What follows belongs to an exercise in optimizing a design on an open flow for small area and a short achievable clock period; a production flow would make more cautious choices.
Where RTL was checked, it was by simulation tests only, not by an equivalence proof against the original.

## lane 1
// d72_burst_check
module d72_burst_check (
    input  wire         clk,
    input  wire         rst,
    input  wire         beat_valid,
    input  wire [31:0]  beat_dq,
    input  wire [7:0]   beat_cb,
    input  wire [1:0]   exp_channel,
    input  wire [29:0]  exp_burst,
    input  wire [15:0]  exp_epoch,
    output reg          res_valid,
    output reg  [1:0]   res_status,
    output reg  [7:0]   res_corrected,
    output wire [511:0] res_data
);
    reg        v;
    reg [31:0] dq;
    reg [7:0]  cb;
    always @(posedge clk) begin
        v  <= beat_valid & ~rst;
        dq <= beat_dq;
        cb <= beat_cb;
    end
    reg [3:0] cnt;
    always @(posedge clk)
        if (rst) cnt <= 4'd0;
        else if (v) cnt <= cnt + 4'd1;
    wire odd   = cnt[0];
    wire first = (cnt == 4'd0);
    wire c1    = (cnt == 4'd1);
    wire last  = (cnt == 4'd15);
    reg [47:0] E;
    wire e_load = v ? last : first;
    always @(posedge clk)
        if (e_load) E <= {exp_epoch, exp_channel, exp_burst};
    wire [7:0] fc;
    wire fc_x43 = E[1] ^ E[13];
    wire fc_x44 = E[0] ^ E[12];
    wire fc_x45 = E[3] ^ E[15];
    wire fc_x46 = E[5] ^ E[25];
    wire fc_x47 = E[28] ^ E[29];
    wire fc_x48 = fc_x43 ^ fc_x44;
    wire fc_x49 = E[2] ^ E[14];
    wire fc_x50 = E[4] ^ E[24];
    wire fc_x51 = E[7] ^ E[27];
    wire fc_x52 = E[11] ^ E[23];
    wire fc_x53 = E[30] ^ E[31];
    wire fc_x54 = cb[1] ^ fc_x46;
    wire fc_x55 = fc_x45 ^ fc_x48;
    wire fc_x56 = fc_x47 ^ fc_x53;
    wire fc_x57 = fc_x49 ^ fc_x55;
    wire fc_x58 = E[6] ^ E[26];
    wire fc_x59 = E[9] ^ E[21];
    wire fc_x60 = E[10] ^ E[22];
    wire fc_x61 = E[17] ^ E[19];
    wire fc_x62 = E[20] ^ cb[5];
    wire fc_x63 = cnt[3] ^ fc_x52;
    wire fc_x64 = cb[0] ^ fc_x50;
    wire fc_x65 = cb[3] ^ fc_x57;
    wire fc_x66 = cb[6] ^ fc_x56;
    wire fc_x67 = fc_x51 ^ fc_x54;
  ...
clock: 40.0 ns
lec_check: 0
cap_margin: 0
core_margin: 2
core_utilization: 45
cts_cluster_diameter: 100
cts_cluster_size: 20
slew_margin: 0
standard.sh (not shown) runs the stock make flow with config.mk's settings and CLKGATE_MAP_FILE= SYNTH_SCRIPT=/design/flow/synth_recipe.tcl, a recipe that flattens the netlist after the stock synthesis.
==> flow/flow/run.sh <==
#!/bin/bash
# The standard layout, except:
#  - synthesis maps the logic with an area-oriented ABC script (flow/area.abc,
#    ABC9 mapper &nf in area mode)
#    instead of ORFS's speed script; registers are mapped as in the standard
#    synthesis (same dfflibmap step, same names);
#  - port buffers are plain buf_1 cells;
#  - the resizer aims for 30.6 ns of setup slack (SETUP_SLACK_MARGIN) so that it
#    shortens the few slow flop-to-output paths; the SDC is unchanged.
set -euo pipefail
W=$(pwd)
export BUFFER_PORTS_ARGS="-buffer_cell sky130_fd_sc_hd__buf_1"
export SETUP_SLACK_MARGIN=30.6
# synthesis script: synth_recipe.tcl with ORFS's synth.tcl calling ABC with our script
sed "s#log_cmd abc {\*}\$abc_args#log_cmd abc -script $W/flow/area.abc {*}[lrange \$abc_args 2 end]#" \
    "$FLOW_HOME/scripts/synth.tcl" > "$W/synth_core.tcl"
grep -q "flow/area.abc" "$W/synth_core.tcl"
sed "s#source \$::env(SCRIPTS_DIR)/synth.tcl#source $W/synth_core.tcl#" synth_recipe.tcl > "$W/own_synth.tcl"
grep -q "synth_core.tcl" "$W/own_synth.tcl"
bash standard.sh "SYNTH_SCRIPT=$W/own_synth.tcl" synth > synth.log 2>&1
bash standard.sh "SYNTH_SCRIPT=$W/own_synth.tcl" > standard.log 2>&1
==> flow/flow/area.abc <==
&get -n
&st
&syn2
&dch
&nf -a -R 1000
&put
Input-level comparison between lane 2 and lane 1:
Settings: swapping 0 for 20 in CAP_MARGIN; swapping 20 for 24 in CTS_CLUSTER_SIZE; swapping 0 for 20 in SLEW_MARGIN.
[summary]
Lane 2 has count of fill cells added during filler insertion below what lane 1 had. Looking at lane 2 and lane 1, the post-detailed-routing wire length is a wash. In terms of final cell count, lane 1 and lane 2 differ only marginally. Lane 1 → lane 2: maximum frequency now sits at about the same level. Against lane 1 as the reference, lane 2 delivers a higher fraction of area in registers. Status: TritonCTS sink count parity (lane 1, lane 2). Count of vias placed by the detailed router was lower in lane 1 than in lane 2.
Input changes introduced in lane 3 (baseline for comparison: lane 2):
Settings: swapping 24 for 20 in CTS_CLUSTER_SIZE.
--- a/flow/flow/run.sh
+++ b/flow/flow/run.sh
@@ -7,3 +7 @@
-#  - port buffers are plain buf_1 cells;
-#  - the resizer aims for 30.6 ns of setup slack (SETUP_SLACK_MARGIN) so that it
-#    shortens the few slow flop-to-output paths; the SDC is unchanged.
+#  - port buffers are plain buf_1 cells.
@@ -13 +10,0 @@
-export SETUP_SLACK_MARGIN=30.6
Lane 3: done, clean on timing, DRC and antenna. Changes observed in lane 3 relative to lane 2: pin count of the biggest net entering global routing has increased, clock-cell share of area has increased, setup slack has decreased, global-route total usage across every layer has remained practically unchanged. For count of clock-net buffers in the final layout, dividing the value from lane 2 by the value from lane 3 gives 0.75. Compared with lane 2, lane 3 shows highest achievable clock rate that has gone down slightly. Compared to lane 2, lane 3 has final critical-path required period 0.10 ns higher. Cell area of lane 3 is on par with lane 2.
> inputs changed (lane 3 -> lane 4)
--- a/flow/flow/run.sh
+++ b/flow/flow/run.sh
@@ -7 +7,3 @@
-#  - port buffers are plain buf_1 cells.
+#  - port buffers are plain buf_1 cells;
+#  - the resizer aims for 30.6 ns of setup slack (SETUP_SLACK_MARGIN) so that it
+#    shortens the few slow flop-to-output paths; the SDC is unchanged.
@@ -10,0 +13 @@
+export SETUP_SLACK_MARGIN=30.6
Lane 4 did not stop at any stage, and its layout met the timing, design-rule and antenna checks. Lane 3: done, clean on timing, DRC and antenna. The final core area utilization on lane 4 is in line with that on lane 3. Compared with lane 3, lane 4 shows a lower number of antenna violations at the first check in global routing.
For lane 5, these inputs were changed with respect to lane 4:
Settings: putting CTS_BUF_LIST at sky130_fd_sc_hd__clkbuf_8 sky130_fd_sc_hd__clkbuf_16 where nothing was set.
--- outcome ---
Comparing lane 5 with lane 4, the total via count in the routed design came out essentially unchanged.
Between lane 5 and lane 4, the post-route worst setup slack does not differ in any meaningful way.
[compare] base=lane 4 new=lane 5: clock period minus worst slack level; proportion of cell area spent on the clock network level; utilization of the core after routing level; netlist area before placement level.
From lane 4 to lane 5 the numbers moved as follows: final cell count without fillers neither gained nor lost much.

birch:
d72_burst_check, a different RTL version from the one above (not shown whole).
For scale: about 1900 cells after synthesis, roughly 670 flip-flops, roughly 610 I/O pins, roughly 30000 um2 of cells after synthesis.
Settings: LEC_CHECK=0, CAP_MARGIN=20, CORE_MARGIN=2, CORE_UTILIZATION=40, SLEW_MARGIN=20; clock period 40.0 ns.
==> flow/flow/run.sh <==
#!/bin/bash
set -euo pipefail
export BUFFER_PORTS_ARGS="-buffer_cell sky130_fd_sc_hd__buf_1"
bash standard.sh > standard.log 2>&1
The following lists how maple was set up differently from birch:
- changing CORE_UTILIZATION from 40 to 65
==> flow/flow/run.sh <==
#!/bin/bash
set -euo pipefail
export BUFFER_PORTS_ARGS="-buffer_cell sky130_fd_sc_hd__buf_2"
bash standard.sh > standard.log 2>&1
==> comparison <==
Relative to birch, via density per instance has increased by 21% in maple.
On maple: wire length is 2.7 mm lower than what birch gave.
Relative to birch, design area has decreased by 0.39% in maple.
[maple vs birch] wire length of the first global-routing pass: lower in maple
Looking at starting DRC count in detailed routing, maple sits 1277 above birch.
Function was not checked in any run of this note: the RTL went through the layout flow alone.

d72_burst_check, a different RTL version from the one above (not shown whole).
Size: roughly 1800 cells after synthesis, about 610 I/O pins, roughly 0.027 mm^2 of cells after synthesis.
Settings: LEC_CHECK=0, CAP_MARGIN=20, CORE_MARGIN=2, CORE_UTILIZATION=45, SLEW_MARGIN=20; clock period 40.0 ns.
==> flow/flow/run.sh <==
#!/bin/bash
# The standard layout, except:
#  - synthesis maps the logic with an area-oriented ABC script (flow/area.abc)
#    instead of ORFS's speed script; registers are mapped as in the standard
#    synthesis (same dfflibmap step, same names);
#  - port buffers are plain buf_1 cells.
set -euo pipefail
W=$(pwd)
export BUFFER_PORTS_ARGS="-buffer_cell sky130_fd_sc_hd__buf_1"
export SETUP_SLACK_MARGIN=30.8
# synthesis script: synth_recipe.tcl with ORFS's synth.tcl calling ABC with our script
sed "s#log_cmd abc {\*}\$abc_args#log_cmd abc -script $W/flow/area.abc {*}[lrange \$abc_args 2 end]#" \
    "$FLOW_HOME/scripts/synth.tcl" > "$W/synth_core.tcl"
grep -q "flow/area.abc" "$W/synth_core.tcl"
sed "s#source \$::env(SCRIPTS_DIR)/synth.tcl#source $W/synth_core.tcl#" synth_recipe.tcl > "$W/own_synth.tcl"
grep -q "synth_core.tcl" "$W/own_synth.tcl"
bash standard.sh "SYNTH_SCRIPT=$W/own_synth.tcl" synth > synth.log 2>&1
bash standard.sh "SYNTH_SCRIPT=$W/own_synth.tcl" > standard.log 2>&1
==> flow/flow/area.abc <==
strash
dch
map -a
topo
stime -c
buffer -c
upsize -c
dnsize -c
==> next run, changes <==
==> flow/flow/run.sh (replaced) <==
#!/bin/bash
set -euo pipefail
export BUFFER_PORTS_ARGS="-buffer_cell sky130_fd_sc_hd__buf_1"
bash standard.sh > standard.log 2>&1
- CORE_UTILIZATION: 45 -> 40
removed: flow/flow/area.abc
Result: Final cell count fell by 5.5%; clock-buffer cell count goes up by 2; via count falls by about 7%; critical path depth stays the same.
==> next run, changes <==
==> flow/flow/run.sh (replaced) <==
#!/bin/bash
# The standard layout, except:
#  - synthesis maps the logic with an area-oriented ABC script (flow/area.abc)
#    instead of ORFS's speed script; registers are mapped as in the standard
#    synthesis (same dfflibmap step, same names);
#  - port buffers are plain buf_1 cells.
set -euo pipefail
W=$(pwd)
export BUFFER_PORTS_ARGS="-buffer_cell sky130_fd_sc_hd__buf_1"
export SETUP_SLACK_MARGIN=30.6
# synthesis script: synth_recipe.tcl with ORFS's synth.tcl calling ABC with our script
sed "s#log_cmd abc {\*}\$abc_args#log_cmd abc -script $W/flow/area.abc {*}[lrange \$abc_args 2 end]#" \
    "$FLOW_HOME/scripts/synth.tcl" > "$W/synth_core.tcl"
grep -q "flow/area.abc" "$W/synth_core.tcl"
sed "s#source \$::env(SCRIPTS_DIR)/synth.tcl#source $W/synth_core.tcl#" synth_recipe.tcl > "$W/own_synth.tcl"
grep -q "synth_core.tcl" "$W/own_synth.tcl"
bash standard.sh "SYNTH_SCRIPT=$W/own_synth.tcl" synth > synth.log 2>&1
bash standard.sh "SYNTH_SCRIPT=$W/own_synth.tcl" > standard.log 2>&1
==> flow/flow/area.abc (new file) <==
strash
dch
map -a
topo
stime -c
buffer -c
upsize -c
dnsize -c
- CORE_UTILIZATION: 40 -> 55
- CTS_CLUSTER_DIAMETER: not set -> 100
- CTS_CLUSTER_SIZE: not set -> 20
- PLACE_DENSITY: not set -> 0.7
What happened: Design area decreases by 8.2%; core utilization rose by 16 points; hold slack improves by 19 ps.
==> next run, changes <==
--- a/flow/flow/run.sh
+++ b/flow/flow/run.sh
@@ -8,5 +8,5 @@
 W=$(pwd)
 export BUFFER_PORTS_ARGS="-buffer_cell sky130_fd_sc_hd__buf_1"
-export SETUP_SLACK_MARGIN=30.6
+export SETUP_SLACK_MARGIN=30.7
 # synthesis script: synth_recipe.tcl with ORFS's synth.tcl calling ABC with our script
 sed "s#log_cmd abc {\*}\$abc_args#log_cmd abc -script $W/flow/area.abc {*}[lrange \$abc_args 2 end]#" \
- CORE_UTILIZATION: 55 -> 45
- PLACE_DENSITY: 0.7 -> not set
Outcome: Final area rises slightly. Die area rises by about a fifth. Sequential share of layout area falls by 1.1 points. Register-to-register slack gets better by 340 ps.

separate check: timing with driven ports:
No port has a modelled driver above. Below, the same layouts with a new extraction and two added sets of constraints. Step 1, drivers: a clkbuf_16 drives clk and a buf_2 each remaining input, both assumed. Step 2 adds t to the input delays and takes it off the output delays; t is the mean of the earliest and latest rising clock arrival at the registers after step 1. Input paths then give back, and output paths get back, about the clock's delay inside the block. a / b / c = ideal ports / drivers / drivers and shift; a / b = the first two.
run | t, ns | setup slack, ns | worst register clock-pin slew, ns | worst slew at a driven data input, ns | pins driven straight from the clock port
lane 1 | 0.641 | 30.620 / 30.558 / 31.199 | 0.09 / 0.09 | 0.05 | 1
lane 2 | 0.635 | 30.597 / 30.538 / 31.173 | 0.10 / 0.10 | 0.05 | 1
lane 3 | 0.648 | 30.496 / 30.436 / 31.084 | 0.09 / 0.09 | 0.04 | 1
lane 4 | 0.651 | 30.591 / 30.529 / 31.179 | 0.09 / 0.09 | 0.05 | 1
lane 5 | 0.650 | 30.591 / 30.529 / 31.179 | 0.09 / 0.09 | 0.05 | 1
birch | 0.694 | 30.484 / 30.423 / 31.117 | 0.07 / 0.07 | 0.05 | 1
maple | 0.681 | 30.518 / 30.458 / 31.139 | 0.07 / 0.07 | 0.07 | 1
the first run of note 3 | 0.679 | 30.617 / 30.552 / 31.231 | 0.07 / 0.07 | 0.04 | 1
the second run of note 3 | 0.675 | 30.492 / 30.427 / 31.102 | 0.07 / 0.07 | 0.06 | 1
the third run of note 3 | 0.647 | 30.582 / 30.521 / 31.105 | 0.08 / 0.08 | 0.04 | 1
the fourth run of note 3 | 0.657 | 30.621 / 30.556 / 31.214 | 0.09 / 0.09 | 0.04 | 1
After both steps setup and hold are still met in every run listed.
